Source: an optimization exercise on an open RTL-to-GDS flow (aim: small area, a short achievable clock period and few clock cycles). Production flows keep margins and buffers that such runs may drop. RTL that was checked went through simulation tests only; none was proved equivalent to the original.

the reference run:
==> flow/design.v (excerpt) <==
module ite_cmac (
    input  wire         clk,
    input  wire         rst,
    output reg          ready,
    input  wire         key_load,
    input  wire [255:0] key,
    output reg          kcv_valid,
    output wire [23:0]  kcv,
    input  wire         msg_start,
    input  wire [15:0]  tenant,
    input  wire [15:0]  ns,
    input  wire [63:0]  lba,
    input  wire [31:0]  zgen,
    input  wire [31:0]  key_id,
    input  wire         blk_valid,
    output reg          blk_ready,
    input  wire [127:0] blk_data,
    output reg          tag_valid,
    output wire [127:0] tag
);
Size: ~5900 cells after synthesis, about 830 flip-flops, about 710 I/O pins.
export LEC_CHECK = 0
export CAP_MARGIN = 20
export CELL_PAD_IN_SITES_DETAIL_PLACEMENT = 0
export CELL_PAD_IN_SITES_GLOBAL_PLACEMENT = 0
export CORE_MARGIN = 2
export CORE_UTILIZATION = 50
export PLACE_DENSITY = 0.65
export SETUP_SLACK_MARGIN = 3.5
export SLEW_MARGIN = 20
export SYNTH_HIERARCHICAL = 1
create_clock -name core_clock -period 10.0 [get_ports {clk}]
run.sh (not shown) runs the stock make flow with config.mk's settings and CLKGATE_MAP_FILE= SYNTH_SCRIPT=/design/flow/synth_recipe.tcl, a recipe that flattens the netlist after the stock synthesis.
The reference run: no failed stages, no open violations at the end
Testbench counts of the reference run, summed over its fixed seeds: cycles 115,872.
Setup changes, the reference run to the trial run
--- a/flow/design.v
+++ b/flow/design.v
@@ -175,18 +175,21 @@
     sbg_xor2 u4 (.a(a[3]), .b(a[7]), .y(y[4]));
     assign y[7:5] = a[6:4];
 endmodule
 module sbg_aoi22 (input wire a, input wire b, input wire c, input wire d, output wire y);
     assign y = ~((a & b) | (c & d));
 endmodule
 module sbg_mux2 (input wire a, input wire b, input wire s, output wire y);
     assign y = s ? b : a;
 endmodule
+module sbg_ao22 (input wire a, input wire b, input wire c, input wire d, output wire y);
+    assign y = (a & b) | (c & d);
+endmodule
 module ite_cmac (
     input  wire         clk,
     input  wire         rst,
     output reg          ready,
     input  wire         key_load,
     input  wire [255:0] key,
     output reg          kcv_valid,
     output wire [23:0]  kcv,
     input  wire         msg_start,
@@ -322,40 +325,43 @@
     wire         sel_mc = busy && !last;
     wire         sel_sr = busy && last;
     wire [127:0] n_rk, n_rk0, n_k1, n_in, z_1, z_2, z_add;
     wire [127:0] y_n, state_nx;
     generate
         for (g = 0; g < 128; g = g + 1) begin : g_nx
             sbg_nand2 u_a (.a(busy),   .b(rk_cur[g]), .y(n_rk[g]));
             sbg_nand2 u_b (.a(x_en),   .b(rk0[g]),    .y(n_rk0[g]));
             sbg_nand2 u_c (.a(k1_sel), .b(k1[g]),     .y(n_k1[g]));
+            sbg_xor2 u_z1 (.a(n_rk[g]), .b(n_rk0[g]), .y(z_1[g]));
+            sbg_xor2 u_z2 (.a(z_1[g]),  .b(n_k1[g]),  .y(z_2[g]));
+            sbg_aoi222 u_y (.a(sel_mc), .b(mc[g]), .c(sel_sr), .d(sr[g]),
+                            .e(waiting), .f(state[g]), .y(y_n[g]));
             if (g >= 96) begin : g_h1
                 sbg_aoi222 u_d (.a(take_hdr0), .b(hdr0[g]), .c(take_data), .d(blk_data[g]),
                                 .e(take_hdr1), .f(hdr1[g]), .y(n_in[g]));
+                sbg_xor2   u_z3 (.a(z_2[g]),  .b(n_in[g]),  .y(z_add[g]));
+                sbg_xnor2  u_z  (.a(y_n[g]), .b(z_add[g]), .y(state_nx[g]));
             end else begin : g_h0
-                sbg_aoi22 u_d (.a(take_hdr0), .b(hdr0[g]), .c(take_data), .d(blk_data[g]),
-                               .y(n_in[g]));
+                sbg_ao22   u_d (.a(take_hdr0), .b(hdr0[g]), .c(take_data), .d(blk_data[g]),
+                                .y(n_in[g]));
+                sbg_xor2   u_z3 (.a(z_2[g]),  .b(n_in[g]),  .y(z_add[g]));
+                sbg_xor2   u_z  (.a(y_n[g]), .b(z_add[g]), .y(state_nx[g]));
             end
-            sbg_xor2 u_z1 (.a(n_rk[g]), .b(n_rk0[g]), .y(z_1[g]));
-            sbg_xor2 u_z2 (.a(z_1[g]),  .b(n_k1[g]),  .y(z_2[g]));
-            sbg_xor2  u_z3 (.a(z_2[g]),  .b(n_in[g]),  .y(z_add[g]));
-            sbg_aoi222 u_y (.a(sel_mc), .b(mc[g]), .c(sel_sr), .d(sr[g]),
-                            .e(waiting), .f(state[g]), .y(y_n[g]));
-            sbg_xnor2  u_z (.a(y_n[g]), .b(z_add[g]), .y(state_nx[g]));
         end
     endgenerate
     wire kw_reload = !busy || last;
+    wire kw_keep   = !kw_reload;
     wire [127:0] L_dbl = {state[126:0], 1'b0} ^ (state[127] ? 128'h87 : 128'h0);
     wire [255:0] kw_in = {kw[127:0], kw_nx};
     wire [255:0] kw_d;
     generate
         for (g = 0; g < 256; g = g + 1) begin : g_kw
-            sbg_mux2 u_m (.a(kw_in[g]), .b(key_r[g]), .s(kw_reload), .y(kw_d[g]));
+            sbg_ao22 u_m (.a(kw_in[g]), .b(kw_keep), .c(key_r[g]), .d(kw_reload), .y(kw_d[g]));
         end
     endgenerate
     assign tag = state;
     assign kcv = {state[111:104], state[119:112], state[127:120]};
     always @(posedge clk) begin
         state <= state_nx;
         kw    <= kw_d;
         if (ready && key_load) key_r <= key;
         if (take_hdr0) kid <= key_id;
Notes after the runs:
The trial run: flow completed, timing, DRC and antenna clean
Delta (the trial run minus the reference run): CTS clock-pin slew for the worst setup and hold paths comparable, global-route usage now larger.
Re met2 demand-to-capacity share in global routing: the reference run and the trial run aren't equal, and the lower value belongs to the reference run.
Between the reference run and the trial run, the number of distinct library cell variants in the gate-level netlist after synthesis is lower for the trial run.
The trial run vs. the reference run: post-place instance area went down by 2.9%.
The trial run: complex-gate fraction of the synthesized area 3.3 points above the reference run
Testbench counts of the trial run, summed over its fixed seeds: cycles 115,872.

ite_cmac, a different RTL version from the one above (not shown whole).
Size: about 6600 cells after synthesis.
export LEC_CHECK = 0
export CAP_MARGIN = 20
export CELL_PAD_IN_SITES_DETAIL_PLACEMENT = 0
export CELL_PAD_IN_SITES_GLOBAL_PLACEMENT = 0
export CORE_MARGIN = 2
export CORE_UTILIZATION = 50
export PLACE_DENSITY = 0.65
export SETUP_SLACK_MARGIN = 4.5
export SLEW_MARGIN = 20
export SYNTH_HIERARCHICAL = 1
create_clock -name core_clock -period 10.0 [get_ports {clk}]
standard.sh (not shown) runs the stock make flow with config.mk's settings and CLKGATE_MAP_FILE= SYNTH_SCRIPT=/design/flow/synth_recipe.tcl, a recipe that flattens the netlist after the stock synthesis.
==> flow/flow/run.sh <==
#!/bin/bash
set -o pipefail
export BUFFER_PORTS_ARGS="-buffer_cell sky130_fd_sc_hd__buf_1"
bash standard.sh finish > standard_flow.log 2>&1
status=$?
echo "standard.sh exit status $status"
exit $status
Testbench counts at the start, summed over its fixed seeds: cycles 115,872.
Next try:
--- a/flow/design.v
+++ b/flow/design.v
@@ -203,27 +203,24 @@
     sbg_nand2 g_P6_3 (.a(M40), .b(F5), .y(P6_3));
     sbg_xor2 g_Q6_0 (.a(P6_0), .b(P6_1), .y(Q6_0));
     sbg_xor2 g_Q6_1 (.a(P6_2), .b(P6_3), .y(Q6_1));
     sbg_xnor2 g_y6 (.a(Q6_0), .b(Q6_1), .y(y[6]));
     sbg_nand2 g_P7_0 (.a(M37), .b(F2), .y(P7_0));
     sbg_nand2 g_P7_1 (.a(M38), .b(F28), .y(P7_1));
     sbg_nand2 g_P7_2 (.a(M39), .b(F6), .y(P7_2));
     sbg_nand2 g_P7_3 (.a(M40), .b(F19), .y(P7_3));
     sbg_xor2 g_Q7_0 (.a(P7_0), .b(P7_1), .y(Q7_0));
     sbg_xor2 g_Q7_1 (.a(P7_2), .b(P7_3), .y(Q7_1));
     sbg_xor2 g_y7 (.a(Q7_0), .b(Q7_1), .y(y[7]));
 endmodule
-module sbg_a21oi (input wire a, input wire b, input wire c, output wire y);
-    assign y = ~((a & b) | c);
-endmodule
 module ite_cmac (
     input  wire         clk,
     input  wire         rst,
     output reg          ready,
     input  wire         key_load,
     input  wire [255:0] key,
     output reg          kcv_valid,
     output wire [23:0]  kcv,
     input  wire         msg_start,
     input  wire [15:0]  tenant,
     input  wire [15:0]  ns,
     input  wire [63:0]  lba,
@@ -348,44 +345,44 @@
     wire msg_blk_end = busy && last && (kind == K_MSG);
     wire want_data   = waiting || (msg_blk_end && (blk != 9'd0) && (blk != 9'd257));
     wire take_data   = want_data && blk_valid;
     wire take_hdr1   = msg_blk_end && (blk == 9'd0);
     wire take_hdr0   = ready && !key_load && msg_start;
     wire last_data   = (blk == 9'd256);    
     wire         x_en   = ready || take_hdr1 || want_data || kstart || k1start;
     wire         k1_sel = k1start || (want_data && last_data);
     wire         w_en   = !want_data || blk_valid;
     wire         sel_mc = busy && !last;
     wire         sel_sr = busy && last;
     wire [127:0] n_rk, n_rk0, n_k1, n_in, w_1, w_x, n_w, z_add;
-    wire [127:0] y_t, y_n, state_nx;
+    wire [127:0] y_n, state_nx;
     generate
         for (g = 0; g < 128; g = g + 1) begin : g_nx
             sbg_nand2 u_a (.a(busy),   .b(rk_cur[g]), .y(n_rk[g]));
             sbg_nand2 u_b (.a(x_en),   .b(rk0[g]),    .y(n_rk0[g]));
             sbg_nand2 u_c (.a(k1_sel), .b(k1[g]),     .y(n_k1[g]));
             sbg_xor2  u_w1 (.a(n_rk0[g]), .b(n_k1[g]), .y(w_1[g]));
             if (g >= 96) begin : g_h1
                 sbg_aoi222 u_d (.a(ready), .b(hdr0[g]), .c(want_data), .d(blk_data[g]),
                                 .e(take_hdr1), .f(hdr1[g]), .y(n_in[g]));
                 sbg_xnor2  u_w2 (.a(w_1[g]), .b(n_in[g]), .y(w_x[g]));
             end else begin : g_h0
                 sbg_ao22   u_d (.a(ready), .b(hdr0[g]), .c(want_data), .d(blk_data[g]),
                                 .y(n_in[g]));
                 sbg_xor2   u_w2 (.a(w_1[g]), .b(n_in[g]), .y(w_x[g]));
             end
             sbg_nand2  u_g (.a(w_en), .b(w_x[g]), .y(n_w[g]));
             sbg_xor2   u_z (.a(n_rk[g]), .b(n_w[g]), .y(z_add[g]));
-            sbg_ao22   u_t (.a(sel_sr), .b(sr[g]), .c(waiting), .d(state[g]), .y(y_t[g]));
-            sbg_a21oi  u_y (.a(sel_mc), .b(mc[g]), .c(y_t[g]), .y(y_n[g]));
+            sbg_aoi222 u_y (.a(sel_mc), .b(mc[g]), .c(sel_sr), .d(sr[g]),
+                            .e(waiting), .f(state[g]), .y(y_n[g]));
             sbg_xnor2  u_n (.a(y_n[g]), .b(z_add[g]), .y(state_nx[g]));
         end
     endgenerate
     wire kw_reload = !busy || last;
     wire kw_keep   = !kw_reload;
     wire [127:0] L_dbl = {state[126:0], 1'b0} ^ (state[127] ? 128'h87 : 128'h0);
     wire [255:0] kw_in = {kw[127:0], kw_nx};
     wire [255:0] kw_d;
     generate
         for (g = 0; g < 256; g = g + 1) begin : g_kw
             sbg_ao22 u_m (.a(kw_in[g]), .b(kw_keep), .c(key_r[g]), .d(kw_reload), .y(kw_d[g]));
         end
After rerunning:
- The changed run finished with timing, DRC and antenna clean
- via count hardly moves
- register-to-register slack degrades by 0.05 ns
- cell area came out higher slightly
- synthesized cell count came out lower slightly
- setup slack degrades by 0.047 ns
- worst hold slack degrades by 0.0036 ns
- sequential cell count is unchanged
For the second run of this note, only the layout was checked, not whether the RTL still works.

==> separate check: timing with driven ports <==
Ports are ideal in the flow. The routed layouts listed here were re-timed in OpenROAD.
Step 1 (the two cells are an assumption about what drives the block):
set clk [get_ports {clk}]
set_driving_cell -lib_cell sky130_fd_sc_hd__clkbuf_16 $clk
set_driving_cell -lib_cell sky130_fd_sc_hd__buf_2 [delete_from_list [all_inputs] $clk]
Step 2 also shifts input and output timing later by t, the mid clock arrival at the registers, as if the neighbouring blocks saw the same clock.
Slacks: ideal / step 1 / step 2; pairs: ideal / step 1.
run	t (ns)	slack for setup (ns)	hold WS [ns]	worst setup path after step 2	cell pins on the clock port's net
the reference run	0.778	3.721 / 3.721 / 3.343	0.454 / 0.454 / 0.454	input to register	1
the trial run	0.772	3.762 / 3.762 / 3.162	0.421 / 0.421 / 0.421	input to register	1
the first run of note 2	0.810	4.600 / 4.600 / 4.600	0.451 / 0.451 / 0.451	register to register	1
the second run of note 2	0.797	4.553 / 4.553 / 4.553	0.447 / 0.447 / 0.447	register to register	1
After both steps every run listed still meets setup and hold. For the trial run, which loses most, drivers alone change the setup slack by 0.000 ns; drivers and shift together by -0.600 ns.
